What follows belongs to an exercise in optimizing a design on an open flow for small area, a short achievable clock period and few clock cycles per item; a production flow would make more cautious choices.
In this exercise RTL edits were held to simulation tests only and were not proved equivalent to the original.
No activity file was given, so power comes from the tool's default toggle rates.

// kf_tss_check
module kf_tss_check (
    input  wire         clk,
    input  wire         rst,
    input  wire         in_valid,
    output wire         in_ready,
    input  wire         in_seq_stopped,
    input  wire         in_pin_owned,
    input  wire [31:0]  in_period,
    input  wire [319:0] in_entry,
    output wire         out_valid,
    output wire [15:0]  out_status,
    output wire [3:0]   out_field
);
    assign in_ready = 1'b1;
    wire [31:0] off  [0:7];
    wire [15:0] slot [0:3];
    genvar g;
    generate
        for (g = 0; g < 8; g = g + 1) begin : g_off
            assign off[g] = in_entry[32*g +: 32];
        end
        for (g = 0; g < 4; g = g + 1) begin : g_slot
            assign slot[g] = in_entry[256 + 16*g +: 16];
        end
    endgenerate
    integer i, k;
    reg [1:0] pre;
    always @(*) begin
        if (!in_seq_stopped)        pre = 2'd1;
        else if (!in_pin_owned)     pre = 2'd2;
        else if (in_period == 32'd0) pre = 2'd3;
        else                        pre = 2'd0;
    end
    reg [3:0] slot_bad;
    always @(*) begin
        for (i = 0; i < 4; i = i + 1) begin
            slot_bad[i] = 1'b0;
            for (k = 0; k < 6; k = k + 1)
                if (slot[i][2*k +: 2] == 2'b11)
                    slot_bad[i] = 1'b1;
            if (slot[i][15:14] == 2'b11)
                slot_bad[i] = 1'b1;
            if (slot[i][13:12] == 2'b00 && slot[i][15:14] != 2'b00)
                slot_bad[i] = 1'b1;
        end
    end
    reg       c5_fail;
    reg [1:0] c5_slot;
    always @(*) begin
        c5_fail = 1'b0;
        c5_slot = 2'd0;
        for (i = 3; i >= 0; i = i - 1)
            if (slot_bad[i]) begin
                c5_fail = 1'b1;
                c5_slot = i[1:0];
            end
    end
    reg [2:0] early;
    always @(*)
        if (pre != 2'd0)  early = {1'b0, pre};
        else if (c5_fail) early = {1'b1, c5_slot};
        else              early = 3'd0;
    reg [5:0] fire [0:3];
    reg [3:0] stb2;
    always @(*) begin
        for (i = 0; i < 4; i = i + 1) begin
            for (k = 0; k < 6; k = k + 1)
                fire[i][k] = slot[i][2*k +: 2] != 2'b00;
            stb2[i] = slot[i][15:14] == 2'b01 || slot[i][15:14] == 2'b10;
        end
    end
    reg [7:0] used;
    always @(*) begin
  ...
For scale: about 2100 cells after synthesis, ~83 flip-flops, roughly 15000 um^2 of cells after synthesis.
clock: 7.0 ns
lec_check: 0
cap_margin: 20
core_margin: 2
core_utilization: 60
cts_buf_list: sky130_fd_sc_hd__clkbuf_8
place_density: 0.66
setup_slack_margin: 4.6
slew_margin: 20
synth_hierarchical: 1
synth_minimum_keep_size: 0
tns_end_percent: 5
standard.sh (not shown) runs the stock make flow with config.mk's settings and CLKGATE_MAP_FILE= SYNTH_SCRIPT=/design/flow/synth_recipe.tcl, a recipe that flattens the netlist after the stock synthesis.
==> flow/flow/run.sh <==
#!/bin/bash
# The standard layout (standard.sh), with the ports buffered by the smallest buffer
# (sky130_fd_sc_hd__buf_1) instead of the one buffer_ports picks by default.
set -euo pipefail
export BUFFER_PORTS_ARGS="-buffer_cell sky130_fd_sc_hd__buf_1"
bash standard.sh > standard.log 2>&1
The first run completed with no timing, DRC or antenna violations.
Testbench counts at the start, summed over its fixed seeds: cycles 24,016, items 24,000.
Change:
- CTS_BUF_LIST: sky130_fd_sc_hd__clkbuf_8 -> not set
- PLACE_DENSITY: 0.66 -> 0.7
- SETUP_SLACK_MARGIN: 4.6 -> 4.8
Result: Routed wire length stays flat; die area stays the same; total power came out higher by about 8%; clock-buffer cell count does not change; combinational power came out higher by about 4%; fmax came out lower by about 4%.


kf_tss_check again, from the RTL that the note above started with.
==> flow/config.mk <==
export PLATFORM = sky130hd
export DESIGN_NAME = kf_tss_check
export DESIGN_NICKNAME = kf_tss_check
export VERILOG_FILES = /design/flow/design.v
export SDC_FILE = /design/flow/constraint.sdc
export NUM_CORES = 4
export LEC_CHECK = 0
export CAP_MARGIN = 20
export CORE_MARGIN = 2
export CORE_UTILIZATION = 55
export CTS_BUF_LIST = sky130_fd_sc_hd__clkbuf_8
export PLACE_DENSITY = 0.62
export SETUP_SLACK_MARGIN = 4.6
export SLEW_MARGIN = 20
export SYNTH_HIERARCHICAL = 1
export SYNTH_MINIMUM_KEEP_SIZE = 0
export TNS_END_PERCENT = 5
==> flow/constraint.sdc <==
create_clock -name core_clock -period 7.0 [get_ports {clk}]
set_input_delay 1.4000 -clock core_clock [delete_from_list [all_inputs] [get_ports {clk}]]
set_output_delay 1.4000 -clock core_clock [all_outputs]
set_load 0.01 [all_outputs]
Scripts as last shown in full above: flow/flow/run.sh
Testbench counts at the start, summed over its fixed seeds: cycles 24,016, items 24,000.
Rerun with:
--- a/flow/flow/run.sh
+++ b/flow/flow/run.sh
@@ -3 +3,3 @@
-# (sky130_fd_sc_hd__buf_1) instead of the one buffer_ports picks by default.
+# (sky130_fd_sc_hd__buf_1) instead of the one buffer_ports picks by default, and the
+# period bits' port buffers, which drive every period comparison, resized to
+# sky130_fd_sc_hd__buf_4 after global placement (flow/upsize.tcl).
@@ -5,0 +8 @@
+export POST_GLOBAL_PLACE_TCL="$(pwd)/flow/upsize.tcl"
==> flow/flow/upsize.tcl (new file) <==
# Drive the period bits, which fan out to every period comparison, with a stronger port
# buffer than the others.
set n 0
foreach port [get_ports {in_period[*]}] {
  set net [get_nets [get_full_name $port]]
  foreach pin [get_pins -of_objects $net] {
    set inst [get_cells -of_objects $pin]
    if { [get_property [get_lib_cells -of_objects $inst] name] eq "sky130_fd_sc_hd__buf_1" } {
      replace_cell $inst sky130_fd_sc_hd__buf_4
      incr n
    }
  }
}
puts "upsize.tcl: $n period port buffers resized to sky130_fd_sc_hd__buf_4"
CORE_UTILIZATION = 60   (was 55)
Effect: Worst setup slack improved by 0.038 ns. Wire length falls by 3.5%. Global-route usage rises by 1.4 points. Design area is unchanged. Worst hold slack improved by 0.010 ns. Clock skew falls by 0.0069 ns. Utilization rises by 5.2 points. Non-clock buffer count falls by 6.
Rerun with:
==> flow/flow/run.sh (replaced) <==
#!/bin/bash
# The standard layout (standard.sh), with the ports buffered by the smallest buffer
# (sky130_fd_sc_hd__buf_1) instead of the one buffer_ports picks by default.
set -euo pipefail
export BUFFER_PORTS_ARGS="-buffer_cell sky130_fd_sc_hd__buf_1"
bash standard.sh > standard.log 2>&1
PLACE_DENSITY = 0.7   (was 0.62)
removed: flow/flow/upsize.tcl
Die area stays the same.
Routed wire length falls by 3.0%.
Global-route usage falls by 0.81 points.
Hold slack stays flat.
Clock skew rises by 0.0085 ns.
Combinational power barely changes.
Utilization stays flat.
Clock-buffer cell count is unchanged.
Worst setup slack gets worse by 0.051 ns.
Area after synthesis does not change.
Rerun with:
SETUP_SLACK_MARGIN = 4.8   (was 4.6)
Outcome:
- The changed run went through all stages and came out clean
- sequential power stays flat
- global-route usage is higher by 0.23 points
- final cell count is higher by about 0.46%
- maximum frequency is lower by about 1.2%
- critical path depth is higher by 1
Rerun with:
PLACE_DENSITY = 0.55   (was 0.7)
SETUP_SLACK_MARGIN = 4.6   (was 4.8)
Effect: First-iteration DRC count came out lower by 31%. Cell count came out lower by 0.49%. Total power shrinks by 2.1%. Clock-buffer cell count does not change. Clock power rose by about 4%.
Rerun with:
PLACE_DENSITY = 0.7   (was 0.55)
SETUP_SLACK_MARGIN = 4.4   (was 4.6)
Effect: Register-to-register slack degrades by 0.11 ns; final area shrinks slightly; maximum frequency goes down by a little under a tenth; clock power is lower by a few percent; total power decreases slightly.

afterwards: timing with drivers on the ports:
How much do the figures lean on ideal ports? The routed layouts below were timed once more, with nothing changed but the port constraints.
Step 1 assumes that a clkbuf_16 drives the clock port and a buf_2 every other input.
Step 2 moves the port delays by t, midway between the first and last clock arrival at a register: inputs arrive t later, outputs are due t later. That takes back most of the time a late clock gives input paths.
Slacks: no drivers / after step 1 / after step 2; pairs: no drivers / after step 1.
run | t (ns) | setup slack, ns | worst setup path after step 2 | latest minus earliest clock arrival (ns) | pins driven straight from the clock port
the first run of note 1 | 0.429 | 4.559 / 4.573 / 4.144 | input to register | 0.016 / 0.016 | 1
the second run of note 1 | 0.397 | 4.456 / 4.467 / 4.070 | input to register | 0.014 / 0.014 | 1
the first run of note 2 | 0.419 | 4.497 / 4.519 / 4.100 | input to register | 0.017 / 0.018 | 1
the second run of note 2 | 0.429 | 4.535 / 4.537 / 4.108 | input to register | 0.012 / 0.012 | 1
the third run of note 2 | 0.418 | 4.483 / 4.493 / 4.075 | input to register | 0.016 / 0.016 | 1
the fourth run of note 2 | 0.419 | 4.454 / 4.462 / 4.043 | input to register | 0.024 / 0.024 | 1
the fifth run of note 2 | 0.429 | 4.559 / 4.573 / 4.144 | input to register | 0.016 / 0.016 | 1
the sixth run of note 2 | 0.414 | 4.329 / 4.351 / 3.937 | input to register | 0.015 / 0.015 | 1
After both steps every run listed still meets setup and hold. The setup slack of the second run of note 2, which loses most, moves by +0.002 ns with the drivers and by -0.427 ns with both steps.
